Source: an optimization exercise on an open RTL-to-GDS flow (aim: small area, a short achievable clock period and few clock cycles per item). Production flows keep margins and buffers that such runs may drop.
Function was checked by simulation only, so behaviour that the tests miss may differ from the original.
Power figures rest on the tool's default switching activity, not on a simulated workload.

[run.sh]
#!/bin/bash
# synth_recipe.tcl (not shown) runs the flow's synth.tcl, then flattens the netlist and writes it again
# the make line also repeats each setting of config.mk as NAME=value (left out here)
make -C /OpenROAD-flow-scripts/flow DESIGN_CONFIG=/design/flow/config.mk WORK_HOME=/design/flow/orfs CLKGATE_MAP_FILE= SYNTH_SCRIPT=/design/flow/synth_recipe.tcl finish
[config.mk]
export PLATFORM = sky130hd
export DESIGN_NAME = sluice_placer
export DESIGN_NICKNAME = sluice_placer
export VERILOG_FILES = /design/flow/design.v
export SDC_FILE = /design/flow/constraint.sdc
export NUM_CORES = 4
export LEC_CHECK = 0
export CAP_MARGIN = 20
export CORE_MARGIN = 2
export CORE_UTILIZATION = 40
export SETUP_SLACK_MARGIN = 5
export SLEW_MARGIN = 20
[constraint.sdc]
create_clock -name core_clock -period 11.0 [get_ports {clk}]
set_input_delay 2.2000 -clock core_clock [delete_from_list [all_inputs] [get_ports {clk}]]
set_output_delay 2.2000 -clock core_clock [all_outputs]
set_load 0.01 [all_outputs]
[design.v]
module sluice_add #(parameter W = 18) (
    input  wire [W-1:0] a,
    input  wire [W-1:0] b,
    input  wire         ci,
    output wire [W-1:0] s,
    output wire         co
);
    reg [W:0] g, p, G, P;
    integer l, i, j;
    always @(*) begin
        g = {a & b, ci};
        p = {a ^ b, 1'b0};
        G = g;
        P = p;
        for (l = 0; (1 << l) < W + 1; l = l + 1)
            for (i = 0; i < W + 1; i = i + 1)
                if (i & (1 << l)) begin
                    j = ((i >> (l + 1)) << (l + 1)) + (1 << l) - 1;
                    G[i] = G[i] | (P[i] & G[j]);
                    P[i] = P[i] & P[j];
                end
    end
    assign s  = p[W:1] ^ G[W-1:0];
    assign co = G[W];
endmodule
module sluice_lt #(parameter W = 17) (
    input  wire [W-1:0] a,
    input  wire [W-1:0] b,
    output wire         lt
);
    wire [W-1:0] s_unused;
    wire         ge;
    sluice_add #(.W(W)) u (.a(a), .b(~b), .ci(1'b1), .s(s_unused), .co(ge));
    assign lt = ~ge;
endmodule
module sluice_div #(parameter N = 2) (
    input  wire [31:0]    r,
    input  wire [2*N-1:0] b,
    input  wire [31:0]    p,
    input  wire [33:0]    p3,
    output wire [31:0]    r_out
);
    wire [31:0] rr [0:N];
    assign rr[0] = r;
    genvar i;
    generate
        for (i = 0; i < N; i = i + 1) begin : st
            sluice_div4 u (.r(rr[i]), .b(b[2*N-1-2*i -: 2]), .p(p), .p3(p3), .r_out(rr[i+1]));
        end
    endgenerate
    assign r_out = rr[N];
endmodule
module sluice_div4 (
    input  wire [31:0] r,
    input  wire [1:0]  b,
    input  wire [31:0] p,
    input  wire [33:0] p3,
    output wire [31:0] r_out
);
    wire [33:0] t = {r, b};
    wire [33:0] d1, d2, d3;
    wire        ge1, ge2, ge3;
    sluice_add #(.W(34)) u1 (.a(t), .b(~{2'b00, p}),       .ci(1'b1), .s(d1), .co(ge1));
    sluice_add #(.W(34)) u2 (.a(t), .b(~{1'b0, p, 1'b0}),  .ci(1'b1), .s(d2), .co(ge2));
    sluice_add #(.W(34)) u3 (.a(t), .b(~p3),               .ci(1'b1), .s(d3), .co(ge3));
    assign r_out = ge3 ? d3[31:0] : ge2 ? d2[31:0] : ge1 ? d1[31:0] : t[31:0];
endmodule
module sluice_lt3 #(parameter W = 19) (
    input  wire [W-1:0] x,
    input  wire [W-1:0] y,
    input  wire [W-1:0] lo,
    output wire         lt
);
    wire [W-1:0] z = ~lo;
    wire [W-1:0] s = x ^ y ^ z;
    wire [W-1:0] c = (x & y) | (x & z) | (y & z);
    wire [W-1:0] s_unused;
    wire         co;
    sluice_add #(.W(W)) u (.a(s), .b({c[W-2:0], 1'b0}), .ci(1'b0), .s(s_unused), .co(co));
    assign lt = c[W-1] | co;
endmodule
module sluice_placer #(
    parameter NR = 2             
) (
    input  wire        clk,
    input  wire        rst,
    input  wire        cmd_valid,
    output wire        cmd_ready,
    input  wire [2:0]  cmd_op,
    input  wire        cmd_lane,
    input  wire [8:0]  cmd_onu,
    input  wire [16:0] cmd_len,
    input  wire [16:0] cmd_pos,
    input  wire [7:0]  cmd_ovh,
    input  wire        cmd_grant,
    input  wire        cmd_torrent,
    input  wire [47:0] cmd_fns,
    input  wire [31:0] cmd_period,
    input  wire [31:0] cmd_phase,
    output reg         rsp_valid,
    output reg  [1:0]  rsp_status,
    output reg  [16:0] rsp_start,
    output reg  [7:0]  rsp_steps,
    output wire [16:0] rsp_cur0,
    output wire [16:0] rsp_cur1
);
    localparam OP_RUN    = 3'd0;
    localparam OP_SETPOS = 3'd1;
    localparam OP_PAD    = 3'd2;
    localparam OP_SYNC   = 3'd3;
    localparam OP_FLOW   = 3'd4;
    localparam OP_FIXED  = 3'd5;
    localparam OP_ALIGN  = 3'd6;
    localparam ST_OK    = 2'd0;
    localparam ST_NOFIT = 2'd1;
    localparam ST_LATE  = 2'd2;
    localparam M_IDLE = 3'd0;    
    localparam M_FIT0 = 3'd1;    
    localparam M_MOD  = 3'd2;    
    localparam M_G    = 3'd3;    
    localparam M_S    = 3'd4;    
    localparam M_CHK  = 3'd5;    
    localparam M_FIT1 = 3'd6;    
    localparam GB = 2 * NR;      
    localparam NG = 48 / GB;     
    reg [16:0] fb;
    reg        torrent;
    reg [16:0] cur0, cur1;
    reg [10:0] items0, items1;
    reg        contf0, contf1;      
    reg [8:0]  lonu0, lonu1;        
    reg [15:0] rv0, rv1;            
    reg [16:0] rlo0 [0:15];
    reg [16:0] rhi0 [0:15];
    reg [16:0] rlo1 [0:15];
    reg [16:0] rhi1 [0:15];
    assign rsp_cur0 = cur0;
    assign rsp_cur1 = cur1;
    reg        ready_r;
    reg        cv;
    reg [2:0]  c_op;
    reg        c_lane;
    reg [8:0]  c_onu;
    reg [16:0] c_len;
    reg [16:0] c_pos;
    reg [7:0]  c_ovh;
    reg        c_grant;
    reg        c_torrent;
    reg [47:0] c_fns;
    reg [31:0] c_per;
    reg [31:0] c_ph;
    reg [17:0] c_inc;               
    reg [17:0] c_xlo;               
    reg [17:0] c_xend;              
    reg [33:0] c_p3;                
    assign cmd_ready = ready_r;
    wire accept = cmd_valid & ready_r;
    wire [17:0] in_inc, in_xlo, in_xend;
    wire [33:0] in_p3;
    wire        co_u0, co_u1, co_u2, co_u3;
    sluice_add #(.W(18)) u_inc  (.a({1'b0, cmd_len}), .b({10'd0, cmd_ovh}), .ci(1'b0),
                                 .s(in_inc), .co(co_u0));
    sluice_add #(.W(18)) u_xlo  (.a({1'b0, cmd_pos}), .b(~{10'd0, cmd_ovh}), .ci(1'b1),
                                 .s(in_xlo), .co(co_u1));
    sluice_add #(.W(18)) u_xend (.a({1'b0, cmd_pos}), .b({1'b0, cmd_len}), .ci(1'b0),
                                 .s(in_xend), .co(co_u2));
    sluice_add #(.W(34)) u_p3   (.a({2'b00, cmd_period}), .b({1'b0, cmd_period, 1'b0}), .ci(1'b0),
                                 .s(in_p3), .co(co_u3));
    reg [2:0]  mode;
    reg        lane_q;              
    reg        x_lane;
    reg        x_grant;
    reg [8:0]  x_onu;
    reg [16:0] xw;                  
    reg [17:0] xa;                  
    reg [8:0]  x_o;                 
    reg [17:0] x_inc;               
    reg [15:0] ov_r;                
    reg        sbig;                
    reg [31:0] r;                   
    reg [NG-1:0] oh;                
    reg [16:0] g;                   
    reg        gbig;
    reg [16:0] p17;
    reg        pbig;
    reg [7:0]  steps;
    reg [2:0]  j_in;
    always @(*) begin
        if      (cmd_period[31:28] != 4'd0) j_in = 3'd7;
        else if (cmd_period[27:24] != 4'd0) j_in = 3'd6;
        else if (cmd_period[23:20] != 4'd0) j_in = 3'd5;
        else if (cmd_period[19:16] != 4'd0) j_in = 3'd4;
        else if (cmd_period[15:12] != 4'd0) j_in = 3'd3;
        else                                j_in = 3'd2;
    end
    reg [31:0]   r_in;
    reg [NG-1:0] oh_in;
    always @(*) begin
        case (j_in)
        3'd7:    r_in = {4'd0,  cmd_fns[47:20]};
        3'd6:    r_in = {8'd0,  cmd_fns[47:24]};
        3'd5:    r_in = {12'd0, cmd_fns[47:28]};
        3'd4:    r_in = {16'd0, cmd_fns[47:32]};
        3'd3:    r_in = {20'd0, cmd_fns[47:36]};
        default: r_in = {24'd0, cmd_fns[47:40]};
        endcase
        oh_in = {{(NG-1){1'b0}}, 1'b1} << (NG - 1 - (4 * j_in) / GB);
    end
    reg [GB-1:0] grp;
    integer gi;
    always @(*) begin
        grp = {GB{1'b0}};
        for (gi = 0; gi < NG; gi = gi + 1)
            grp = grp | ({GB{oh[gi]}} & c_fns[GB*gi +: GB]);
    end
    wire [31:0] r_next;
    sluice_div #(.N(NR)) u_div (.r(r), .b(grp), .p(c_per), .p3(c_p3), .r_out(r_next));
    wire [32:0] gd;
    wire        gd_ge;
    sluice_add #(.W(33)) u_gd (.a({1'b0, c_ph}), .b(~{1'b0, r}), .ci(1'b1), .s(gd), .co(gd_ge));
    wire [32:0] gp;
    wire        gp_co;
    sluice_add #(.W(33)) u_gp (.a(gd), .b({1'b0, c_per}), .ci(1'b0), .s(gp), .co(gp_co));
    wire [31:0] g0 = gd_ge ? gd[31:0] : gp[31:0];
    wire [17:0] g2  = torrent ? {g, 1'b0} : {1'b0, g};
    wire [32:0] gw  = {15'd0, g2};
    wire [32:0] t0  = gw << 13;
    wire [32:0] t1  = gw << 8;
    wire [32:0] t2  = gw << 1;
    wire [32:0] t3  = gw >> 3;
    wire [32:0] t4  = gw >> 7;
    wire [32:0] t5  = ~(gw << 11);
    wire [32:0] t6  = ~(gw << 5);
    wire [32:0] t7  = ~(gw >> 5);
    wire [32:0] t8  = ~(gw >> 9);
    wire [32:0] t9  = ~(gw >> 11);
    wire [32:0] t10 = 33'd16383;
    wire [32:0] a0 = t0 ^ t1 ^ t2,  a1 = ((t0 & t1) | (t0 & t2) | (t1 & t2)) << 1;
    wire [32:0] a2 = t3 ^ t4 ^ t5,  a3 = ((t3 & t4) | (t3 & t5) | (t4 & t5)) << 1;
    wire [32:0] a4 = t6 ^ t7 ^ t8,  a5 = ((t6 & t7) | (t6 & t8) | (t7 & t8)) << 1;
    wire [32:0] b0 = a0 ^ a1 ^ a2,  b1 = ((a0 & a1) | (a0 & a2) | (a1 & a2)) << 1;
    wire [32:0] b2 = a3 ^ a4 ^ a5,  b3 = ((a3 & a4) | (a3 & a5) | (a4 & a5)) << 1;
    wire [32:0] c0 = b0 ^ b1 ^ b2,  c1 = ((b0 & b1) | (b0 & b2) | (b1 & b2)) << 1;
    wire [32:0] c2 = b3 ^ t9 ^ t10, c3 = ((b3 & t9) | (b3 & t10) | (t9 & t10)) << 1;
    wire [32:0] d0 = c0 ^ c1 ^ c2,  d1 = ((c0 & c1) | (c0 & c2) | (c1 & c2)) << 1;
    wire [32:0] e0 = d0 ^ d1 ^ c3,  e1 = ((d0 & d1) | (d0 & c3) | (d1 & c3)) << 1;
    wire [32:0] sv;
    wire        sv_co;
    sluice_add #(.W(33)) u_sv (.a(e0), .b(e1), .ci(1'b0), .s(sv), .co(sv_co));
    wire [16:0] s_new = sv[30:14];
    wire [32:0] ot = {{10{x_o[8]}}, x_o, 14'd0};
    wire [32:0] f0 = e0 ^ e1 ^ ot,  f1 = ((e0 & e1) | (e0 & ot) | (e1 & ot)) << 1;
    wire [32:0] sa;
    wire        sa_co;
    sluice_add #(.W(33)) u_sa (.a(f0), .b(f1), .ci(1'b0), .s(sa), .co(sa_co));
    wire [17:0] a_new = {sa[32], sa[30:14]};
    wire [17:0] g_add;
    wire        g_add_co;
    sluice_add #(.W(17)) u_gadd (.a(g), .b(p17), .ci(1'b0), .s(g_add[16:0]), .co(g_add_co));
    assign g_add[17] = g_add_co;
    wire        g_nbig = gbig | pbig | g_add[17];
    wire        is_fit  = (mode == M_FIT1);
    wire        is_chk  = (mode == M_CHK);
    wire        run_c   = (mode == M_IDLE) & cv;
    wire        lane    = lane_q;
    wire [16:0] cur_l   = lane ? cur1 : cur0;
    wire [10:0] items_l = lane ? items1 : items0;
    wire [15:0] rv_l    = lane ? rv1 : rv0;
    wire        contf_l = lane ? contf1 : contf0;
    wire [8:0]  lonu_l  = lane ? lonu1 : lonu0;
    reg  [16:0] rlo_l [0:15];
    reg  [16:0] rhi_l [0:15];
    integer k;
    always @(*) begin
        for (k = 0; k < 16; k = k + 1) begin
            rlo_l[k] = lane ? rlo1[k] : rlo0[k];
            rhi_l[k] = lane ? rhi1[k] : rhi0[k];
        end
    end
    wire        cont    = c_grant & contf_l & (lonu_l == c_onu);
    wire        use_ovh = c_grant & ~cont;
    wire        flow_c  = ~is_fit & ~is_chk & (c_op == OP_FLOW);
    wire        use_x   = is_fit | is_chk;
    wire [17:0] A = is_fit ? {1'b0, xw} : is_chk ? xa : flow_c ? {1'b0, cur_l} : c_xlo;
    wire [17:0] X = use_x ? {1'b0, xw} : flow_c ? {1'b0, cur_l} : c_xend;
    wire [17:0] Y = use_x ? x_inc : !flow_c ? 18'd0 : use_ovh ? c_inc : {1'b0, c_len};
    wire [17:0] B;
    wire        co_b;
    sluice_add #(.W(18)) u_b (.a(X), .b(Y), .ci(1'b0), .s(B), .co(co_b));
    wire [16:0] s_fl;
    wire        co_s;
    sluice_add #(.W(17)) u_s (.a(use_x ? xw : cur_l),
                              .b(use_x ? {8'd0, x_o} : use_ovh ? {9'd0, c_ovh} : 17'd0),
                              .ci(1'b0), .s(s_fl), .co(co_s));
    wire [15:0] lo_lt, hi_gt;
    genvar gk;
    generate
        for (gk = 0; gk < 16; gk = gk + 1) begin : cmp
            sluice_lt3 #(.W(19)) u_lo (.x({1'b0, X}), .y({1'b0, Y}), .lo({2'b00, rlo_l[gk]}),
                                       .lt(lo_lt[gk]));
            sluice_lt  #(.W(17)) u_hi (.a(A[16:0]), .b(rhi_l[gk]), .lt(hi_gt[gk]));
        end
    endgenerate
    wire [15:0] ov     = rv_l & lo_lt & hi_gt;
    wire        any_ov = |ov;
    reg  [16:0] hi_pick;            
    reg         found;
    always @(*) begin
        hi_pick = 17'd0;
        found   = 1'b0;
        for (k = 0; k < 16; k = k + 1)
            if (ov_r[k] && !found) begin
                hi_pick = rhi_l[k];
                found   = 1'b1;
            end
    end
    wire        fb_lt_b, a_lt_cur;
    sluice_lt3 #(.W(19)) u_bover (.x({1'b0, X}), .y({1'b0, Y}), .lo({2'b00, fb}), .lt(fb_lt_b));
    sluice_lt  #(.W(17)) u_alate (.a(A[16:0]), .b(cur_l), .lt(a_lt_cur));
    wire        b_over  = fb_lt_b;
    wire        a_late  = A[17] | a_lt_cur;
    wire        x_late  = a_late | b_over | any_ov;
    wire        x_nofit = items_l[10] | rv_l[15];
    wire        f_nofit = items_l[10];
    wire [15:0] slot_1h = ~rv_l & {rv_l[14:0], 1'b1};
    wire [16:0] pos_cur = cur_l;
    wire [17:0] pad_sum;
    wire        co_p;
    sluice_add #(.W(18)) u_pad (.a({1'b0, pos_cur}), .b({1'b0, c_pos}), .ci(1'b0), .s(pad_sum), .co(co_p));
    wire        fb_lt_pad, cur_lt_pos, fb_lt_setp, c0_lt_c1, fbin_lt_pos;
    sluice_lt #(.W(18)) u_padc (.a({1'b0, fb}), .b(pad_sum), .lt(fb_lt_pad));
    sluice_lt #(.W(17)) u_setc (.a(pos_cur), .b(c_pos), .lt(cur_lt_pos));
    wire [16:0] pad_v   = fb_lt_pad ? fb : pad_sum[16:0];
    wire [16:0] setp_m  = cur_lt_pos ? c_pos : pos_cur;
    sluice_lt #(.W(17)) u_setf (.a(fb), .b(setp_m), .lt(fb_lt_setp));
    wire [16:0] setp_v  = fb_lt_setp ? fb : setp_m;
    sluice_lt #(.W(17)) u_sync (.a(cur0), .b(cur1), .lt(c0_lt_c1));
    wire        c1_lt_c0 = ~c0_lt_c1 & (cur0 != cur1);
    wire [16:0] sync_v  = c0_lt_c1 ? cur1 : cur0;
    wire [16:0] fb_in   = c_torrent ? 17'd97200 : 17'd48600;
    sluice_lt #(.W(17)) u_run (.a(fb_in), .b(c_pos), .lt(fbin_lt_pos));
    wire [16:0] run_v   = fbin_lt_pos ? fb_in : c_pos;
    wire [16:0] cpos_v  = (c_op == OP_PAD) ? pad_v : setp_v;
    reg [2:0] mode_n;
    reg       consume;
    always @(*) begin
        mode_n  = mode;
        consume = 1'b0;
        case (mode)
        M_IDLE: if (cv) begin
            consume = 1'b1;
            if (c_op == OP_FLOW && !b_over && any_ov) mode_n = M_FIT0;
            if (c_op == OP_ALIGN) mode_n = oh[0] ? M_G : M_MOD;
        end
        M_FIT0: mode_n = M_FIT1;
        M_FIT1: mode_n = (b_over || !any_ov) ? M_IDLE : M_FIT0;
        M_MOD:  if (oh[0]) mode_n = M_G;
        M_G:    mode_n = M_S;
        M_S:    mode_n = M_CHK;
        M_CHK:  if (sbig || b_over || !x_late) mode_n = M_IDLE;
        default: mode_n = M_IDLE;
        endcase
    end
    wire       cv_n    = accept | (cv & ~consume);
    wire [2:0] op_n    = accept ? cmd_op : c_op;
    wire       ready_n = (mode_n != M_MOD) && (mode_n != M_G) &&
                         (!cv_n || (mode_n == M_IDLE && op_n != OP_ALIGN));
    wire       xl_n    = (run_c && (c_op == OP_FLOW || c_op == OP_ALIGN)) ? c_lane : x_lane;
    wire       cl_n    = accept ? cmd_lane : c_lane;
    wire       lane_n  = (mode_n == M_FIT0 || mode_n == M_FIT1 || mode_n == M_CHK) ? xl_n : cl_n;
    wire flow_ok  = (flow_c & run_c | is_fit) & !b_over & !any_ov & !f_nofit;
    wire fixed_ok = (run_c & (c_op == OP_FIXED) | is_chk & !sbig) & !x_late & !x_nofit;
    always @(posedge clk) begin
        if (rst) begin
            ready_r   <= 1'b1;
            cv        <= 1'b0;
            mode      <= M_IDLE;
            rsp_valid <= 1'b0;
        end else begin
            ready_r   <= ready_n;
            cv        <= cv_n;
            mode      <= mode_n;
            rsp_valid <= 1'b0;
        end
        lane_q <= lane_n;
        if (accept) begin
            c_op      <= cmd_op;
            c_lane    <= cmd_lane;
            c_onu     <= cmd_onu;
            c_len     <= cmd_len;
            c_pos     <= cmd_pos;
            c_ovh     <= cmd_ovh;
            c_grant   <= cmd_grant;
            c_torrent <= cmd_torrent;
            c_fns     <= cmd_fns;
            c_per     <= cmd_period;
            c_ph      <= cmd_phase;
            c_inc     <= in_inc;
            c_xlo     <= in_xlo;
            c_xend    <= in_xend;
            c_p3      <= in_p3;
            r         <= r_in;
            oh        <= oh_in;
        end else if ((run_c && c_op == OP_ALIGN) || mode == M_MOD) begin
            r         <= r_next;
            oh        <= oh >> 1;
        end
        if (run_c && c_op == OP_RUN) begin
            items0 <= 11'd0;
            items1 <= 11'd0;
        end else if (!rst && (flow_ok || fixed_ok)) begin
            if (lane) items1 <= items1 + 11'd1;
            else      items0 <= items0 + 11'd1;
        end
        if (!rst && flow_ok) begin
            if (lane) begin
                cur1 <= B[16:0]; contf1 <= is_fit ? x_grant : c_grant; lonu1 <= is_fit ? x_onu : c_onu;
            end else begin
                cur0 <= B[16:0]; contf0 <= is_fit ? x_grant : c_grant; lonu0 <= is_fit ? x_onu : c_onu;
            end
        end
        if (!rst) begin
        case (mode)
        M_IDLE: if (cv) begin
            rsp_start  <= 17'd0;
            rsp_steps  <= 8'd0;
            rsp_status <= ST_OK;
            case (c_op)
            OP_RUN: begin
                rsp_valid <= 1'b1;
                fb      <= fb_in;
                torrent <= c_torrent;
                cur0    <= run_v;
                cur1    <= run_v;
                contf0  <= 1'b0;
                contf1  <= 1'b0;
            end
            OP_SETPOS, OP_PAD: begin
                rsp_valid <= 1'b1;
                if (c_lane) begin
                    cur1 <= cpos_v;
                    if (cpos_v != cur1) contf1 <= 1'b0;
                end else begin
                    cur0 <= cpos_v;
                    if (cpos_v != cur0) contf0 <= 1'b0;
                end
            end
            OP_SYNC: begin
                rsp_valid <= 1'b1;
                cur0 <= sync_v;
                cur1 <= sync_v;
                if (c0_lt_c1) contf0 <= 1'b0;
                if (c1_lt_c0) contf1 <= 1'b0;
            end
            OP_FLOW: begin
                if (b_over || (!any_ov && f_nofit)) begin
                    rsp_valid  <= 1'b1;
                    rsp_status <= ST_NOFIT;
                end else if (!any_ov) begin
                    rsp_valid <= 1'b1;
                    rsp_start <= s_fl;
                end
                x_lane  <= c_lane;
                x_grant <= c_grant;
                x_onu   <= c_onu;
                ov_r    <= ov;
                x_o     <= c_grant ? {1'b0, c_ovh} : 9'd0;
                x_inc   <= c_grant ? c_inc : {1'b0, c_len};
            end
            OP_FIXED: begin
                rsp_valid <= 1'b1;
                if (x_late) begin
                    rsp_status <= ST_LATE;
                end else if (x_nofit) begin
                    rsp_status <= ST_NOFIT;
                end else begin
                    rsp_start <= c_pos;
                end
            end
            OP_ALIGN: begin
                x_lane <= c_lane;
                x_o    <= -{1'b0, c_ovh};
                x_inc  <= {1'b0, c_len};
                steps  <= 8'd0;
            end
            default: rsp_valid <= 1'b1;
            endcase
        end
        M_FIT0: xw <= hi_pick;
        M_FIT1: begin
            rsp_start  <= 17'd0;
            rsp_steps  <= 8'd0;
            rsp_status <= ST_OK;
            ov_r <= ov;
            if (b_over || (!any_ov && f_nofit)) begin
                rsp_valid  <= 1'b1;
                rsp_status <= ST_NOFIT;
            end else if (!any_ov) begin
                rsp_valid <= 1'b1;
                rsp_start <= s_fl;
            end
        end
        M_G: begin
            g    <= g0[16:0];
            gbig <= |g0[31:17];
            p17  <= c_per[16:0];
            pbig <= |c_per[31:17];
        end
        M_S: begin
            xw   <= s_new;
            xa   <= a_new;
            sbig <= gbig;
            g    <= g_add[16:0];
            gbig <= g_nbig;
        end
        M_CHK: begin
            xw    <= s_new;
            xa    <= a_new;
            sbig  <= gbig;
            g     <= g_add[16:0];
            gbig  <= g_nbig;
            steps <= steps + 8'd1;
            rsp_start  <= 17'd0;
            rsp_steps  <= steps + 8'd1;
            rsp_status <= ST_OK;
            if (sbig || b_over) begin
                rsp_valid  <= 1'b1;
                rsp_status <= ST_LATE;
            end else if (!x_late) begin
                rsp_valid <= 1'b1;
                if (x_nofit) rsp_status <= ST_NOFIT;
                else         rsp_start  <= xw;
            end
        end
        default: ;
        endcase
        end
    end
    wire        res_wr = (run_c && c_op == OP_FIXED) || is_chk;
    wire [16:0] w_lo   = is_chk ? xa[16:0] : c_xlo[16:0];
    wire [16:0] w_hi   = B[16:0];
    always @(posedge clk) begin
        if (!rst && run_c && c_op == OP_RUN) begin
            rv0 <= 16'd0;
            rv1 <= 16'd0;
        end else if (!rst && fixed_ok) begin
            if (lane) rv1 <= {rv1[14:0], 1'b1};
            else      rv0 <= {rv0[14:0], 1'b1};
        end
        for (k = 0; k < 16; k = k + 1) begin
            if (res_wr && slot_1h[k] && !lane) begin
                rlo0[k] <= w_lo;
                rhi0[k] <= w_hi;
            end
            if (res_wr && slot_1h[k] && lane) begin
                rlo1[k] <= w_lo;
                rhi1[k] <= w_hi;
            end
        end
    end
endmodule
==> qor.yml, run 1 <==
track_usage: 0.285
hold_slack_ns: 0.506
wl_per_cell_um: 29.0
final.setup.tns_ns: 0
avgSynthCellArea_sq_um: 11.7
yosysSeqAreaShare: 0.446
fin_area_sq_um: 134000
worstSetupEndpointType: "register"
die_y_um: 528
clock-sinks: 1666
drtIter0Drc: 7654
critPathLaunchType: "register"
clockRootBuffer: "clkbuf_16"
hold_buffers: 0
regArea_sq_um: 49000
clkTransAtPathRegs_ns: 0.06
rsz0062_at_grt: "yes"
path_common_cell: "a21o_1"
fin_crit_sh: 0.702
multi_input_area_sq_um: 61300
synthArstFlopShare: 0
slew_viol_final: 0
grt_start_max_net_pins: 110
htree_num_levels: 4
drc: 0
final_layout_size_suffix_gt1_frac: 0.194
netlist_area_sq_um: 110000
mostFrequentLayoutCells: "edfxtp_1 (1565), ha_1 (1099), inv_1 (846)"
ir_drop_mv: 0.448
cpLargestDelayFamily: "compound AO/OA/AOI/OAI gates"
ys_ff_latch: 1666
dr.pass1.iters: 8
min_from: "items0[8]"
arrival_ns: 8.26
reg2reg_depth: 31
finish.net_count: 12100
fin_crit_ns: 7.72
yosys_warnings: 19
min_to: "items0[8]"
cp_data_required_time_ns: 11.54
boundaryPins: 235
cts_buffers: 195
tritoncts: "built"
synth_edf_count: 1565
cpPeakStageDelay_ns: 0.48
max_freq_ghz: 0.130
drtAntennaViolNets: 0
grt_pass1_vias: 83700
pwr_density_cell_nw_per_um2: 332
syn_nets: 11100
dpl_cell_area_sq_um: 119000
netlist-cell-type-count: 90
relSlewSlack: 0.0971
path_class: "reg2reg"
rrSetupSlack_ns: 3.28
r2r-start: "oh[5]"
start_util: 0.402
outcome: "timing/DRC/antenna clean"
finalWeightedCongestion: 0.975
antenna_found_initial: 46
overflow: 0
worstReg2RegEnd: "r[29]"
drv_cap: 0
syn_to_final_growth_pct: 22.5
chipWidth_um: 528
wl_mm: 408
viasPerCell: 5.87
vias: 82600
finalHoldViolCount: 0
fp-row-count: 192
power.total_w: 0.0446
finalSetupViolCount: 0
grt_pass1_wl_mm: 579
core_area_sq_um: 273000
cp.buffers_inverters: 2
worstMarginPinSlew_ns: 1.35
fill_cells: 24000
dp_hpwl_mm: 292
io_buffers: 234
die-area_sq_um: 279000
mostFrequentLayoutCell: "edfxtp_1"
synth-main-ff-cell: "edfxtp_1"
cts_buffer_depth: 4
skew_ns: 0.0994
hold_path_class: "reg2reg"
cp_max_fo: 6
worstHoldPathCells: 2
crit_slowest_cell: "o41a_1"
syn_inst: 9372
final_util: 0.492
clock_latency_ns: 0.92
p_leak_nw: 54.7
==> how the worst max path moves through the flow <==
stage	to	depth (start not counted)	slack, ns	start
2_1_floorplan	r[31]	35	3.73	oh[0]
3_3_place_gp	r[5]	31	1.46	oh[0]
3_5_place_dp	r[14]	30	1.30	oh[0]
4_1_cts	r[25]	32	3.21	oh[2]
5_1_grt	r[25]	32	3.11	oh[2]
6_report	r[29]	31	3.28	oh[5]
==> timing repair <==
| item | 4_1_cts | 5_1_grt |
|---|---|---|
| endpoints found under the setup margin | 597 | 267 |
| setup buffers | 311 | 172 |
| cloned | 26 | 7 |
| pin swaps | 187 | 239 |
| gates resized for setup | 598 | 352 |
==> kinds of logic (layout without fill, tap and decap cells) <==
logic type                 count (synthesis)  in the layout  share of synthesized area
DFF                                     1666           1666                      0.446
and+or+nand+nor                         1756           1760                     0.0777
xor gates and xnor gates                 329            330                     0.0262
muxes                                    758            759                     0.0716
AOI/OAI and AO/OA                       2105           2106                      0.124
adders and majority gates               1600           1600                      0.213
other                                      1             15                  0.0000341
buffers and inverters                   1157           2252                     0.0405
==> synthesized netlist by cell type, drive strengths merged, types with 28 or more instances <==
| cell type | number | area share |
|---|---|---|
| edfxtp | 1565 | 0.43 |
| ha | 1147 | 0.13 |
| inv | 901 | 0.031 |
| a21oi | 547 | 0.025 |
| mux2i | 539 | 0.049 |
| nor2 | 481 | 0.016 |
| o21ai | 466 | 0.021 |
| nand2 | 461 | 0.016 |
| fa | 453 | 0.083 |
| a21o | 241 | 0.016 |
| mux2 | 219 | 0.022 |
| xnor2 | 198 | 0.016 |
| clkbuf | 159 | 0.0054 |
| nor3 | 141 | 0.0066 |
| xor2 | 131 | 0.010 |
| nand4 | 127 | 0.0072 |
| dfxtp | 101 | 0.018 |
| nand2b | 99 | 0.0056 |
| nor2b | 97 | 0.0055 |
| buf | 92 | 0.0041 |
| nand3 | 91 | 0.0041 |
| o21a | 89 | 0.0061 |
| o22ai | 87 | 0.0050 |
| a211oi | 81 | 0.0055 |
| a31oi | 66 | 0.0038 |
| o211ai | 60 | 0.0041 |
| nor3b | 50 | 0.0035 |
| or3 | 48 | 0.0027 |
| o21bai | 43 | 0.0029 |
| o221ai | 40 | 0.0032 |
| a22oi | 38 | 0.0026 |
| nor4 | 37 | 0.0022 |
| and3 | 33 | 0.0019 |
| o31ai | 33 | 0.0023 |
| a211o | 29 | 0.0023 |
| and2 | 28 | 0.0016 |
==> routing by layer <==
layer | up-vias | share of wire | GRT usage
met5 | - | 0.00075 | 0
met2 | 3419 | 0.47 | 0.471
met1 | 41400 | 0.38 | 0.342
met4 | 50 | 0.081 | 0.188
met3 | 1069 | 0.070 | 0.0482
li1 | 36600 | - | -
==> worst min-delay path, delay by kind of cell (launching register included) <==
family	cells	cell delay, ns
and+or+nand+nor	1	0.06
muxes	1	0.06
DFF	1	0.34
==> report_power, final <==
group	switching [W]	total, W	internal [W]
combinational	0.0170	0.0296	0.0126
clock	0.00273	0.00647	0.00373
sequential	0.000602	0.00857	0.00797
total	0.0203	0.0446	0.0243
==> layout make-up <==
class | instances | share of cell area
Timing Repair inverter | 2 | 0.000112
Timing Repair Buffer | 995 | 0.0737
Antenna cell | 14 | 0.000261
Multi-Input combinational cell | 6556 | 0.456
Tap cell | 3589 | 0.0334
Inverter | 906 | 0.0262
Clock buffer | 235 | 0.0377
Clock inverter | 114 | 0.00858
Sequential cell | 1666 | 0.365
==> sequential cells by signal, indices dropped and copies added (netlist names), 17 cells and up <==
register	cells
x_inc	18
c_ph	32
g	17
c_xend	18
xa	18
c_xlo	18
c_fns	48
rsp_start	17
rlo0	272
c_pos	17
c_p3	34
c_per	31
rhi0	272
c_inc	18
p17	17
rlo1	272
rhi1	272
xw	17
r	32
cur1	17
cur0	17
c_len	17
==> stage by stage <==
step | instances | setup WS, ns
after detailed placement | 13200 | 1.30
after global routing | 14100 | 3.11
final | 14100 | 3.28
after global placement | 13200 | 1.46
after floorplan | 9372 | 3.73
after CTS | 13900 | 3.21
Testbench counts, summed over its fixed seeds: cycles 38,514, items 19,544.
==> run 2, diff against run 1 <==
--- a/design.v
+++ b/design.v
@@ -152,17 +152,15 @@
     reg [17:0] c_inc;               
     reg [17:0] c_xlo;               
-    reg [17:0] c_xend;              
     reg [33:0] c_p3;                
+    reg        cont_q;              
     assign cmd_ready = ready_r;
     wire accept = cmd_valid & ready_r;
-    wire [17:0] in_inc, in_xlo, in_xend;
+    wire [17:0] in_inc, in_xlo;
     wire [33:0] in_p3;
-    wire        co_u0, co_u1, co_u2, co_u3;
+    wire        co_u0, co_u1, co_u3;
     sluice_add #(.W(18)) u_inc  (.a({1'b0, cmd_len}), .b({10'd0, cmd_ovh}), .ci(1'b0),
                                  .s(in_inc), .co(co_u0));
     sluice_add #(.W(18)) u_xlo  (.a({1'b0, cmd_pos}), .b(~{10'd0, cmd_ovh}), .ci(1'b1),
                                  .s(in_xlo), .co(co_u1));
-    sluice_add #(.W(18)) u_xend (.a({1'b0, cmd_pos}), .b({1'b0, cmd_len}), .ci(1'b0),
-                                 .s(in_xend), .co(co_u2));
     sluice_add #(.W(34)) u_p3   (.a({2'b00, cmd_period}), .b({1'b0, cmd_period, 1'b0}), .ci(1'b0),
                                  .s(in_p3), .co(co_u3));
@@ -180,5 +178,5 @@
     reg [31:0] r;                   
     reg [NG-1:0] oh;                
-    reg [16:0] g;                   
+    reg [17:0] g2;                  
     reg        gbig;
     reg [16:0] p17;
@@ -194,23 +192,30 @@
         else                                j_in = 3'd2;
     end
-    reg [31:0]   r_in;
-    reg [NG-1:0] oh_in;
+    reg [31:0] r_j0, r_j1;
     always @(*) begin
         case (j_in)
-        3'd7:    r_in = {4'd0,  cmd_fns[47:20]};
-        3'd6:    r_in = {8'd0,  cmd_fns[47:24]};
-        3'd5:    r_in = {12'd0, cmd_fns[47:28]};
-        3'd4:    r_in = {16'd0, cmd_fns[47:32]};
-        3'd3:    r_in = {20'd0, cmd_fns[47:36]};
-        default: r_in = {24'd0, cmd_fns[47:40]};
+        3'd7:    begin r_j0 = {4'd0,  cmd_fns[47:20]}; r_j1 = cmd_fns[47:16];          end
+        3'd6:    begin r_j0 = {8'd0,  cmd_fns[47:24]}; r_j1 = {4'd0,  cmd_fns[47:20]}; end
+        3'd5:    begin r_j0 = {12'd0, cmd_fns[47:28]}; r_j1 = {8'd0,  cmd_fns[47:24]}; end
+        3'd4:    begin r_j0 = {16'd0, cmd_fns[47:32]}; r_j1 = {12'd0, cmd_fns[47:28]}; end
+        3'd3:    begin r_j0 = {20'd0, cmd_fns[47:36]}; r_j1 = {16'd0, cmd_fns[47:32]}; end
+        default: begin r_j0 = {24'd0, cmd_fns[47:40]}; r_j1 = {20'd0, cmd_fns[47:36]}; end
         endcase
-        oh_in = {{(NG-1){1'b0}}, 1'b1} << (NG - 1 - (4 * j_in) / GB);
     end
-    reg [GB-1:0] grp;
+    wire       j1_ok;
+    sluice_lt #(.W(32)) u_j1 (.a(r_j1), .b(cmd_period), .lt(j1_ok));
+    wire [3:0] jn_in = {1'b0, j_in} + {3'd0, j1_ok};
+    wire [31:0] r_in = j1_ok ? r_j1 : r_j0;
+    wire [NG-1:0] oh_in = {{(NG-1){1'b0}}, 1'b1} << (NG - 1 - (4 * jn_in) / GB);
+    reg [GB-1:0] grp, grp_in, grp_nx;
     integer gi;
     always @(*) begin
-        grp = {GB{1'b0}};
-        for (gi = 0; gi < NG; gi = gi + 1)
-            grp = grp | ({GB{oh[gi]}} & c_fns[GB*gi +: GB]);
+        grp_in = {GB{1'b0}};
+        grp_nx = {GB{1'b0}};
+        for (gi = 0; gi < NG; gi = gi + 1) begin
+            grp_in = grp_in | ({GB{oh_in[gi]}} & cmd_fns[GB*gi +: GB]);
+            if (gi < NG - 1)
+                grp_nx = grp_nx | ({GB{oh[gi+1]}} & c_fns[GB*gi +: GB]);
+        end
     end
     wire [31:0] r_next;
@@ -223,5 +228,4 @@
     sluice_add #(.W(33)) u_gp (.a(gd), .b({1'b0, c_per}), .ci(1'b0), .s(gp), .co(gp_co));
     wire [31:0] g0 = gd_ge ? gd[31:0] : gp[31:0];
-    wire [17:0] g2  = torrent ? {g, 1'b0} : {1'b0, g};
     wire [32:0] gw  = {15'd0, g2};
     wire [32:0] t0  = gw << 13;
@@ -255,4 +259,5 @@
     sluice_add #(.W(33)) u_sa (.a(f0), .b(f1), .ci(1'b0), .s(sa), .co(sa_co));
     wire [17:0] a_new = {sa[32], sa[30:14]};
+    wire [16:0] g  = torrent ? g2[17:1] : g2[16:0];
     wire [17:0] g_add;
     wire        g_add_co;
@@ -260,4 +265,6 @@
     assign g_add[17] = g_add_co;
     wire        g_nbig = gbig | pbig | g_add[17];
+    wire [17:0] g2_add = torrent ? {g_add[16:0], 1'b0} : {1'b0, g_add[16:0]};
+    wire [17:0] g2_0   = torrent ? {g0[16:0], 1'b0} : {1'b0, g0[16:0]};
     wire        is_fit  = (mode == M_FIT1);
     wire        is_chk  = (mode == M_CHK);
@@ -267,6 +274,4 @@
     wire [10:0] items_l = lane ? items1 : items0;
     wire [15:0] rv_l    = lane ? rv1 : rv0;
-    wire        contf_l = lane ? contf1 : contf0;
-    wire [8:0]  lonu_l  = lane ? lonu1 : lonu0;
     reg  [16:0] rlo_l [0:15];
     reg  [16:0] rhi_l [0:15];
@@ -278,11 +283,10 @@
         end
     end
-    wire        cont    = c_grant & contf_l & (lonu_l == c_onu);
-    wire        use_ovh = c_grant & ~cont;
+    wire        use_ovh = c_grant & ~cont_q;
     wire        flow_c  = ~is_fit & ~is_chk & (c_op == OP_FLOW);
     wire        use_x   = is_fit | is_chk;
     wire [17:0] A = is_fit ? {1'b0, xw} : is_chk ? xa : flow_c ? {1'b0, cur_l} : c_xlo;
-    wire [17:0] X = use_x ? {1'b0, xw} : flow_c ? {1'b0, cur_l} : c_xend;
-    wire [17:0] Y = use_x ? x_inc : !flow_c ? 18'd0 : use_ovh ? c_inc : {1'b0, c_len};
+    wire [17:0] X = use_x ? {1'b0, xw} : flow_c ? {1'b0, cur_l} : {1'b0, c_pos};
+    wire [17:0] Y = use_x ? x_inc : (flow_c && use_ovh) ? c_inc : {1'b0, c_len};
     wire [17:0] B;
     wire        co_b;
@@ -371,4 +375,21 @@
     wire flow_ok  = (flow_c & run_c | is_fit) & !b_over & !any_ov & !f_nofit;
     wire fixed_ok = (run_c & (c_op == OP_FIXED) | is_chk & !sbig) & !x_late & !x_nofit;
+    wire       upd0    = flow_ok & !lane;
+    wire       upd1    = flow_ok & lane;
+    wire       n_grant = is_fit ? x_grant : c_grant;
+    wire [8:0] n_onu   = is_fit ? x_onu : c_onu;
+    wire       curop   = run_c && (c_op == OP_SETPOS || c_op == OP_PAD);
+    wire       clr0    = run_c && (c_op == OP_RUN || (curop && !c_lane && cpos_v != cur0) ||
+                                   (c_op == OP_SYNC && c0_lt_c1));
+    wire       clr1    = run_c && (c_op == OP_RUN || (curop && c_lane && cpos_v != cur1) ||
+                                   (c_op == OP_SYNC && c1_lt_c0));
+    wire       contf0_n = upd0 ? n_grant : clr0 ? 1'b0 : contf0;
+    wire       contf1_n = upd1 ? n_grant : clr1 ? 1'b0 : contf1;
+    wire [8:0] s_onu   = accept ? cmd_onu : c_onu;
+    wire       s_lane  = accept ? cmd_lane : c_lane;
+    wire       s_grant = accept ? cmd_grant : c_grant;
+    wire       eq0     = upd0 ? (n_onu == s_onu) : (lonu0 == s_onu);
+    wire       eq1     = upd1 ? (n_onu == s_onu) : (lonu1 == s_onu);
+    wire       cont_n  = s_grant & (s_lane ? (contf1_n & eq1) : (contf0_n & eq0));
     always @(posedge clk) begin
         if (rst) begin
@@ -384,4 +405,11 @@
         end
         lane_q <= lane_n;
+        cont_q <= cont_n;
+        if (!rst) begin
+            contf0 <= contf0_n;
+            contf1 <= contf1_n;
+            if (upd0) lonu0 <= n_onu;
+            if (upd1) lonu1 <= n_onu;
+        end
         if (accept) begin
             c_op      <= cmd_op;
@@ -398,11 +426,12 @@
             c_inc     <= in_inc;
             c_xlo     <= in_xlo;
-            c_xend    <= in_xend;
             c_p3      <= in_p3;
             r         <= r_in;
             oh        <= oh_in;
+            grp       <= grp_in;
         end else if ((run_c && c_op == OP_ALIGN) || mode == M_MOD) begin
             r         <= r_next;
             oh        <= oh >> 1;
+            grp       <= grp_nx;
         end
         if (run_c && c_op == OP_RUN) begin
@@ -414,9 +443,6 @@
         end
         if (!rst && flow_ok) begin
-            if (lane) begin
-                cur1 <= B[16:0]; contf1 <= is_fit ? x_grant : c_grant; lonu1 <= is_fit ? x_onu : c_onu;
-            end else begin
-                cur0 <= B[16:0]; contf0 <= is_fit ? x_grant : c_grant; lonu0 <= is_fit ? x_onu : c_onu;
-            end
+            if (lane) cur1 <= B[16:0];
+            else      cur0 <= B[16:0];
         end
         if (!rst) begin
@@ -433,16 +459,9 @@
                 cur0    <= run_v;
                 cur1    <= run_v;
-                contf0  <= 1'b0;
-                contf1  <= 1'b0;
             end
             OP_SETPOS, OP_PAD: begin
                 rsp_valid <= 1'b1;
-                if (c_lane) begin
-                    cur1 <= cpos_v;
-                    if (cpos_v != cur1) contf1 <= 1'b0;
-                end else begin
-                    cur0 <= cpos_v;
-                    if (cpos_v != cur0) contf0 <= 1'b0;
-                end
+                if (c_lane) cur1 <= cpos_v;
+                else        cur0 <= cpos_v;
             end
             OP_SYNC: begin
@@ -450,6 +469,4 @@
                 cur0 <= sync_v;
                 cur1 <= sync_v;
-                if (c0_lt_c1) contf0 <= 1'b0;
-                if (c1_lt_c0) contf1 <= 1'b0;
             end
             OP_FLOW: begin
@@ -502,5 +519,5 @@
         end
         M_G: begin
-            g    <= g0[16:0];
+            g2   <= g2_0;
             gbig <= |g0[31:17];
             p17  <= c_per[16:0];
@@ -511,5 +528,5 @@
             xa   <= a_new;
             sbig <= gbig;
-            g    <= g_add[16:0];
+            g2   <= g2_add;
             gbig <= g_nbig;
         end
@@ -518,5 +535,5 @@
             xa    <= a_new;
             sbig  <= gbig;
-            g     <= g_add[16:0];
+            g2    <= g2_add;
             gbig  <= g_nbig;
             steps <= steps + 8'd1;
--- a/config.mk
+++ b/config.mk
@@ -8,5 +8,5 @@
 export CAP_MARGIN = 20
 export CORE_MARGIN = 2
-export CORE_UTILIZATION = 40
-export SETUP_SLACK_MARGIN = 5
+export CORE_UTILIZATION = 50
+export SETUP_SLACK_MARGIN = 4
 export SLEW_MARGIN = 20
==> run 2 against run 1 <==
Against the previous run: still clean; sequential power is 2% lower; via count is 1.1% higher; power is 13% lower; final area is 4.3% lower; critical endpoint is now r[2]; largest cell class unchanged; largest power group unchanged.
==> qor.yml, run 2 <==
outcome: "timing/DRC/antenna clean"  # unchanged
power.total_w: 0.0390  # was 0.0446 W
slew_viol_final: 0  # unchanged
ir_drop_mv: 0.228  # was 0.448 mV
avgSynthCellArea_sq_um: 11.8  # was 11.7 sq um
tritoncts: "built"  # unchanged
synthTopCellsByArea: "edfxtp_1 (42%), ha_1 (13%), fa_1 (8.2%), mux2i_1 (5.8%), inv_1 (2.5%)"  # was edfxtp_1 (43%), ha_1 (13%), fa_1 (8.3%), mux2i_1 (4.9%), inv_1 (3.1%)
finalHoldViolCount: 0  # unchanged
wl_per_cell_um: 30.8  # was 29.0 um
netlist-cell-type-count: 116  # was 90
dr.pass1.iters: 8  # unchanged
synth_top_family_by_area: "adder cells"  # unchanged
synthAdderAreaFrac: 0.212  # was 0.213
syn_nets: 11100  # about the same
worstMarginPinSlew_ns: 1.28  # was 1.35 ns
crit_slowest_cell: "edfxtp_1"  # was o41a_1
grt_pass1_wl_mm: 573  # was 579 mm
fin_crit_sh: 0.640  # was 0.702
path_common_cell: "buf_6"  # was a21o_1
multi_input_area_sq_um: 60600  # was 61300 sq um
synth-simple-area-share: 0.0839  # was 0.0777
worstSetupEndpointType: "register"  # unchanged
drtAntennaViolNets: 0  # unchanged
drtIter0Drc: 10400  # was 7654
dp_hpwl_mm: 298  # was 292 mm
overflow: 0  # unchanged
finalSetupViolCount: 0  # unchanged
finalWeightedCongestion: 0.973  # was 0.975
viasPerCell: 6.38  # was 5.87
ys_ff_latch: 1650  # was 1666
critPathLaunchType: "register"  # unchanged
synthMuxAreaShare: 0.0741  # was 0.0716
netlist_area_sq_um: 110000  # about the same
pwr_density_cell_nw_per_um2: 303  # was 332 nW/um^2
synth_edf_count: 1540  # was 1565
rsz0062_at_grt: "yes"  # unchanged
netlist_top_cells_count: "edfxtp_1 (1540), ha_1 (1149), inv_1 (742), mux2i_1 (638), nand2_1 (507)"  # was edfxtp_1 (1565), ha_1 (1147), inv_1 (899), a21oi_1 (547), mux2i_1 (538)
cts_buffers: 184  # was 195
boundaryPins: 235  # unchanged
hold_path_class: "reg2reg"  # unchanged
grt_pass1_vias: 81000  # was 83700
die-area_sq_um: 224000  # was 279000 sq um
post-synth-top-count-cell: "edfxtp_1"  # unchanged
yosysSeqAreaShare: 0.439  # was 0.446
synth_top_area_share: 0.419  # was 0.428
chipWidth_um: 474  # was 528 um
cts_buffer_depth: 3  # was 4
synth_xor_area_frac: 0.0271  # was 0.0262
fill_cells: 18100  # was 24000
path_class: "reg2reg"  # unchanged
syn_inst: 9367  # was 9372
clock_latency_ns: 0.88  # was 0.92 ns
fp-row-count: 172  # was 192
fin_crit_ns: 7.04  # was 7.72 ns
cp_max_fo: 8  # was 6
core_area_sq_um: 220000  # was 273000 sq um
max_freq_ghz: 0.142  # was 0.130 GHz
synth-main-ff-cell: "edfxtp_1"  # unchanged
skew_ns: 0.0895  # was 0.0994 ns
relSlewSlack: 0.141  # was 0.0971
mostFrequentLayoutCell: "edfxtp_1"  # unchanged
final_layout_size_suffix_gt1_frac: 0.147  # was 0.194
synthArstFlopShare: 0  # unchanged
vias: 83500  # was 82600
clkTransAtPathRegs_ns: 0.06  # about the same
clockRootBuffer: "clkbuf_16"  # unchanged
io_buffers: 234  # unchanged
regArea_sq_um: 48500  # was 49000 sq um
clock-sinks: 1650  # was 1666
yosys.area.top_type: "edfxtp_1"  # unchanged
arrival_ns: 7.62  # was 8.26 ns
mostFrequentLayoutCells: "edfxtp_1 (1540), ha_1 (1114), inv_1 (698)"  # was edfxtp_1 (1565), ha_1 (1099), inv_1 (846)
die_y_um: 474  # was 528 um
syn_to_final_growth_pct: 16.8  # was 22.5%
wl_mm: 403  # was 408 mm
drc: 0  # unchanged
p_leak_nw: 51.7  # was 54.7 nW
synth_compound_gate_area_share: 0.127  # was 0.124
start_util: 0.502  # was 0.402
antenna_found_initial: 23  # was 46
yosys_warnings: 20  # was 19
grt_start_max_net_pins: 89  # was 110
htree_num_levels: 4  # unchanged
finish.net_count: 11800  # was 12100
final.setup.tns_ns: 0  # unchanged
track_usage: 0.353  # was 0.285
cpPeakStageDelay_ns: 0.53  # was 0.48 ns
cp_data_required_time_ns: 11.58  # was 11.54 ns
drv_cap: 0  # unchanged
run 2: worst paths after layout:
path              startpoint  endpoint  slack, ns  depth (start not counted)
hold reg to reg     c_per[5]    p17[5]       0.46                          0
hold / removal      c_per[5]    p17[5]       0.46                          0
setup reg to reg   c_per[13]      r[2]       3.96                         29
setup / recovery   c_per[13]      r[2]       3.96                         29
run 2: cell families (layout without fill, tap and decap cells):
logic type,after synthesis,in the layout
AOI/OAI and AO/OA,2077,2078
and+or+nand+nor,1892,1898
DFF,1650,1650
adders and majority gates,1598,1598
buffers and inverters,1015,1858
muxes,795,795
xor gates and xnor gates,340,340
other,0,7
run 2: routing by layer:
metal | wire length, um | GRT usage | vias to the layer above
met4 | 16200 | 0.121 | 18
met2 | 175000 | 0.533 | 4359
met3 | 42400 | 0.0778 | 771
li1 | - | - | 36500
met1 | 170000 | 0.503 | 41800
met5 | 129 | 0 | -
run 2: power breakdown:
group	leakage, nW	internal, W	total, W	switching [W]
Combinational	33.7	0.00979	0.0240	0.0142
Clock	3.08	0.00372	0.00651	0.00279
Sequential	15.0	0.00789	0.00843	0.000545
run 2: area by class of cell:
type,count,area share
multi-input cells,6709,0.470
flip-flops and latches,1650,0.376
repair buffers,765,0.0529
clock buffers,216,0.0374
well taps,2871,0.0279
inverters,750,0.0226
clock inverters,127,0.0121
diodes,7,0.000136
run 2: critical path, delay by kind of cell, from the launching register on:
family / cells / cell delay [ns]
AO/OA/AOI/OAI: 21 / 4.76
buffers and inverters: 5 / 0.68
flip-flops: 1 / 0.53
adder cells (fa/ha/maj): 2 / 0.47
multiplexers: 1 / 0.27
run 2: per-stage QoR:
step / util / std cells / area (sq um) / worst slack, ns / hold WS [ns]
after global placement: 0.536 / 12400 / 118000 / 1.85 / 0.437
after detailed placement: 0.536 / 12400 / 118000 / 2.00 / 0.442
final: 0.586 / 13100 / 129000 / 3.96 / 0.457
after CTS: 0.577 / 13000 / 127000 / 3.97 / 0.455
after floorplan: - / 9367 / 111000 / 3.83 / 0.428
after global routing: 0.586 / 13100 / 129000 / 3.80 / 0.474
run 2: repair_timing:
action                     4_1_cts  5_1_grt
setup buffers                  182      116
hold buffers                     0        0
pin swaps                       73      115
cloned                           6        5
setup endpoints to repair      291      201
resized for setup              254      260
Testbench counts of run 2, summed over its fixed seeds: cycles 37,806, items 19,544.
==> run 3, diff against run 2 <==
--- a/config.mk
+++ b/config.mk
@@ -8,5 +8,5 @@
 export CAP_MARGIN = 20
 export CORE_MARGIN = 2
-export CORE_UTILIZATION = 50
-export SETUP_SLACK_MARGIN = 4
+export CORE_UTILIZATION = 40
+export SETUP_SLACK_MARGIN = 5
 export SLEW_MARGIN = 20
==> run 3 against run 2 <==
Against the previous run: clock power is essentially flat; clock-buffer cell count grew 21; global-route usage shrank 7.2 points; worst hold slack improved by 0.0065 ns; fmax increased by 0.83%; final cell count rose by 8.1%; via count increased by 2.0%; area after synthesis is the same; final area is 6.0% higher; routed wire length rose by 1.5%; register-to-register slack better by 0.06 ns; critical path type unchanged.
==> qor.yml, run 3 <==
grt_start_max_net_pins: 78  # was 89
die-area_sq_um: 280000  # was 224000 sq um
yosys_warnings: 20  # unchanged
clock_latency_ns: 0.90  # was 0.88 ns
p_leak_nw: 54.4  # was 51.7 nW
drtIter0Drc: 9468  # was 10400
post-synth-top-count-cell: "edfxtp_1"  # unchanged
netlist_top_cells_count: "edfxtp_1 (1540), ha_1 (1149), inv_1 (742), mux2i_1 (638), nand2_1 (507)"  # unchanged
vias: 85100  # was 83500
crit_slowest_cell: "or4_4"  # was edfxtp_1
boundaryPins: 235  # unchanged
chipWidth_um: 529  # was 474 um
synth_top_area_share: 0.419  # unchanged
path_common_cell: "a21o_1"  # was buf_6
drtAntennaViolNets: 0  # unchanged
final_util: 0.498  # was 0.586
viasPerCell: 6.02  # was 6.38
syn_to_final_growth_pct: 23.8  # was 16.8%
max_freq_ghz: 0.143  # was 0.142 GHz
cpLargestDelayFamily: "compound AO/OA/AOI/OAI gates"  # unchanged
cp_data_required_time_ns: 11.59  # was 11.58 ns
p_sw_frac: 0.445  # was 0.451
seqPwrFrac: 0.205  # was 0.216
core_area_sq_um: 274000  # was 220000 sq um
reg2reg_depth: 28  # was 29
pwr_density_cell_nw_per_um2: 300  # was 303 nW/um^2
clkTransAtPathRegs_ns: 0.07  # was 0.06 ns
finish.net_count: 12200  # was 11800
hold_path_class: "reg2reg"  # unchanged
antenna_found_initial: 8  # was 23
cts_buffer_depth: 4  # was 3
mostFrequentLayoutCell: "edfxtp_1"  # unchanged
fin_crit_ns: 6.99  # was 7.04 ns
drv_cap: 0  # unchanged
r2r-start: "c_per[12]"  # was c_per[13]
grt_pass1_vias: 84200  # was 81000
yosys.area.top_type: "edfxtp_1"  # unchanged
outcome: "timing/DRC/antenna clean"  # unchanged
combinationalPowerShare: 0.636  # was 0.617
avgSynthCellArea_sq_um: 11.8  # unchanged
cts_buffers: 191  # was 184
internal_power_w: 0.0227  # was 0.0214 W
arrival_ns: 7.58  # was 7.62 ns
netlist-cell-type-count: 116  # unchanged
tritoncts: "built"  # unchanged
yosysSeqAreaShare: 0.439  # unchanged
critPathLaunchType: "register"  # unchanged
skew_ns: 0.0590  # was 0.0895 ns
path_class: "reg2reg"  # unchanged
dp_hpwl_mm: 281  # was 298 mm
clock-sinks: 1650  # unchanged
synthTopCellsByArea: "edfxtp_1 (42%), ha_1 (13%), fa_1 (8.2%), mux2i_1 (5.8%), inv_1 (2.5%)"  # unchanged
clockRootBuffer: "clkbuf_16"  # unchanged
fp-row-count: 192  # was 172
overflow: 0  # unchanged
power.total_w: 0.0409  # was 0.0390 W
startpoint: "c_per[12]"  # was c_per[13]
crit_end: "r[7]"  # was r[2]
worstMarginPinSlew_ns: 1.27  # was 1.28 ns
worstReg2RegEnd: "r[7]"  # was r[2]
relSlewSlack: 0.152  # was 0.141
synth_edf_count: 1540  # unchanged
pre_cts_slack_ns: 1.90  # was 2.00 ns
net-switching-power_w: 0.0182  # was 0.0176 W
fin_crit_sh: 0.635  # was 0.640
cpPeakStageDelay_ns: 0.53  # about the same
final.setup.tns_ns: 0  # unchanged
crit_cells: 28  # was 29
slew_viol_final: 0  # unchanged
synthArstFlopShare: 0  # unchanged
wl_mm: 409  # was 403 mm
track_usage: 0.281  # was 0.353
grt_pass1_wl_mm: 579  # was 573 mm
worstSetupEndpointType: "register"  # unchanged
mostFrequentLayoutCells: "edfxtp_1 (1540), ha_1 (1072), inv_1 (664)"  # was edfxtp_1 (1540), ha_1 (1114), inv_1 (698)
finalSetupViolCount: 0  # unchanged
cp_max_fo: 7  # was 8
wl_per_cell_um: 28.9  # was 30.8 um
final_layout_size_suffix_gt1_frac: 0.210  # was 0.147
io_buffers: 234  # unchanged
drc: 0  # unchanged
netlist_area_sq_um: 110000  # unchanged
ir_drop_mv: 0.213  # was 0.228 mV
clkPwrFrac: 0.159  # was 0.167
rsz0062_at_grt: "yes"  # unchanged
hold_slack_ns: 0.463  # was 0.457 ns
synth-main-ff-cell: "edfxtp_1"  # unchanged
die_y_um: 529  # was 474 um
syn_nets: 11100  # unchanged
dr.pass1.iters: 9  # was 8
fin_ws_ns: 4.01  # was 3.96 ns
finalHoldViolCount: 0  # unchanged
cp.buffers_inverters: 5  # unchanged
syn_inst: 9367  # unchanged
ys_ff_latch: 1650  # unchanged
hold_buffers: 0  # unchanged
rrSetupSlack_ns: 4.01  # was 3.96 ns
htree_num_levels: 4  # unchanged
finalWeightedCongestion: 0.949  # was 0.973
start_util: 0.403  # was 0.502
[run 3: cell types whose count changed in the layout (fill, tap and decap cells not counted), moves of 31 or more]
cell,delta
buf_6,+83
a21oi_2,+40
ha_4,+31
ha_1,-42
a21oi_1,-41
o21ai_0,-47
o21ai_2,+38
inv_1,-34
buf_4,+158
buf_12,+73
[run 3: area by class of cell]
cell class	count	area, sq um
flip-flops and latches	1650	48500
well taps	3589	4490
fillers	23800	137000
clock buffers	237	5080
inverters	750	2990
clock inverters	110	1130
repair buffers	1095	11100
multi-input cells	6713	63100
diodes	8	20.0
[run 3: stage by stage]
step                      instances  instance area [sq um]
after floorplan                9367                 111000
after global placement        13100                 119000
after detailed placement      13100                 119000
after CTS                     13900                 132000
after global routing          14100                 136000
final                         14200                 136000
[run 3: what timing repair did]
item | in CTS | in global routing
gates resized for setup | 906 | 448
setup endpoints to repair | 684 | 258
endpoints found under the hold margin | 0 | 0
pin swaps | 256 | 299
buffers inserted | 390 | 243
cloned | 14 | 20
[run 3: worst min path at each step]
stage,slack [ns],start,endpoint,cells past startpoint
final,0.46,c_onu[3],x_onu[3],0
after floorplan,0.43,gbig,sbig,0
after CTS,0.47,c_onu[2],x_onu[2],0
after global placement,0.44,c_onu[7],x_onu[7],0
after global routing,0.48,c_onu[6],x_onu[6],0
after detailed placement,0.45,c_onu[6],x_onu[6],0
[run 3: layer usage]
layer  vias up  GRT usage  wire, um
li1      37200          -         -
met1     42600      0.374    166000
met2      4363      0.445    184000
met3       935     0.0538     37700
met4         0      0.124     21900
met5         -          0         0
[run 3: power by group through the flow]
stage	combinational (W)	sequential [W]	clock, W
floorplan	0.0144	0.00829	0
global placement	0.0200	0.00853	0
detailed placement	0.0204	0.00853	0
CTS	0.0239	0.00837	0.00655
global route	0.0280	0.00842	0.00679
finish	0.0260	0.00841	0.00649
[run 3: cells by family after synthesis]
| logic type | count (synthesis) | synth area share |
|---|---|---|
| compound gates | 2077 | 0.127 |
| xor+xnor | 340 | 0.0271 |
| fa+ha+maj | 1598 | 0.212 |
| buf+inv | 1015 | 0.0364 |
| flops | 1650 | 0.439 |
| mux | 795 | 0.0741 |
| simple gates | 1892 | 0.0839 |
[run 3: worst register-to-register path, delay by kind of cell (launching register included)]
family / cells / cell delay (ns)
multiplexers: 1 / 0.19
adder cells (fa/ha/maj): 2 / 0.42
buffers and inverters: 5 / 0.73
AO/OA/AOI/OAI: 18 / 4.15
flip-flops: 1 / 0.44
AND/OR/NAND/NOR: 2 / 0.81

[re-timing with driven ports]
Ports are ideal in the flow. The routed layouts listed here were re-timed in OpenROAD.
Step 1 assumes that a clkbuf_16 drives the clock port and a buf_2 every other input.
Step 2 also shifts input and output timing later by t, the mid clock arrival at the registers, as if the neighbouring blocks saw the same clock.
a / b / c = ideal / step 1 / step 2; a / b = the first two.
| run | t, ns | setup WS [ns] | worst setup path after step 2 |
|---|---|---|---|
| run 1 | 0.968 | 3.281 / 3.281 / 3.281 | register to register |
| run 2 | 0.924 | 3.957 / 3.957 / 3.259 | input to register |
| run 3 | 0.964 | 4.015 / 4.015 / 3.754 | input to register |
After both steps setup and hold are still met in every run listed. For run 2, which loses most, drivers alone change the setup slack by 0.000 ns; drivers and shift together by -0.698 ns.
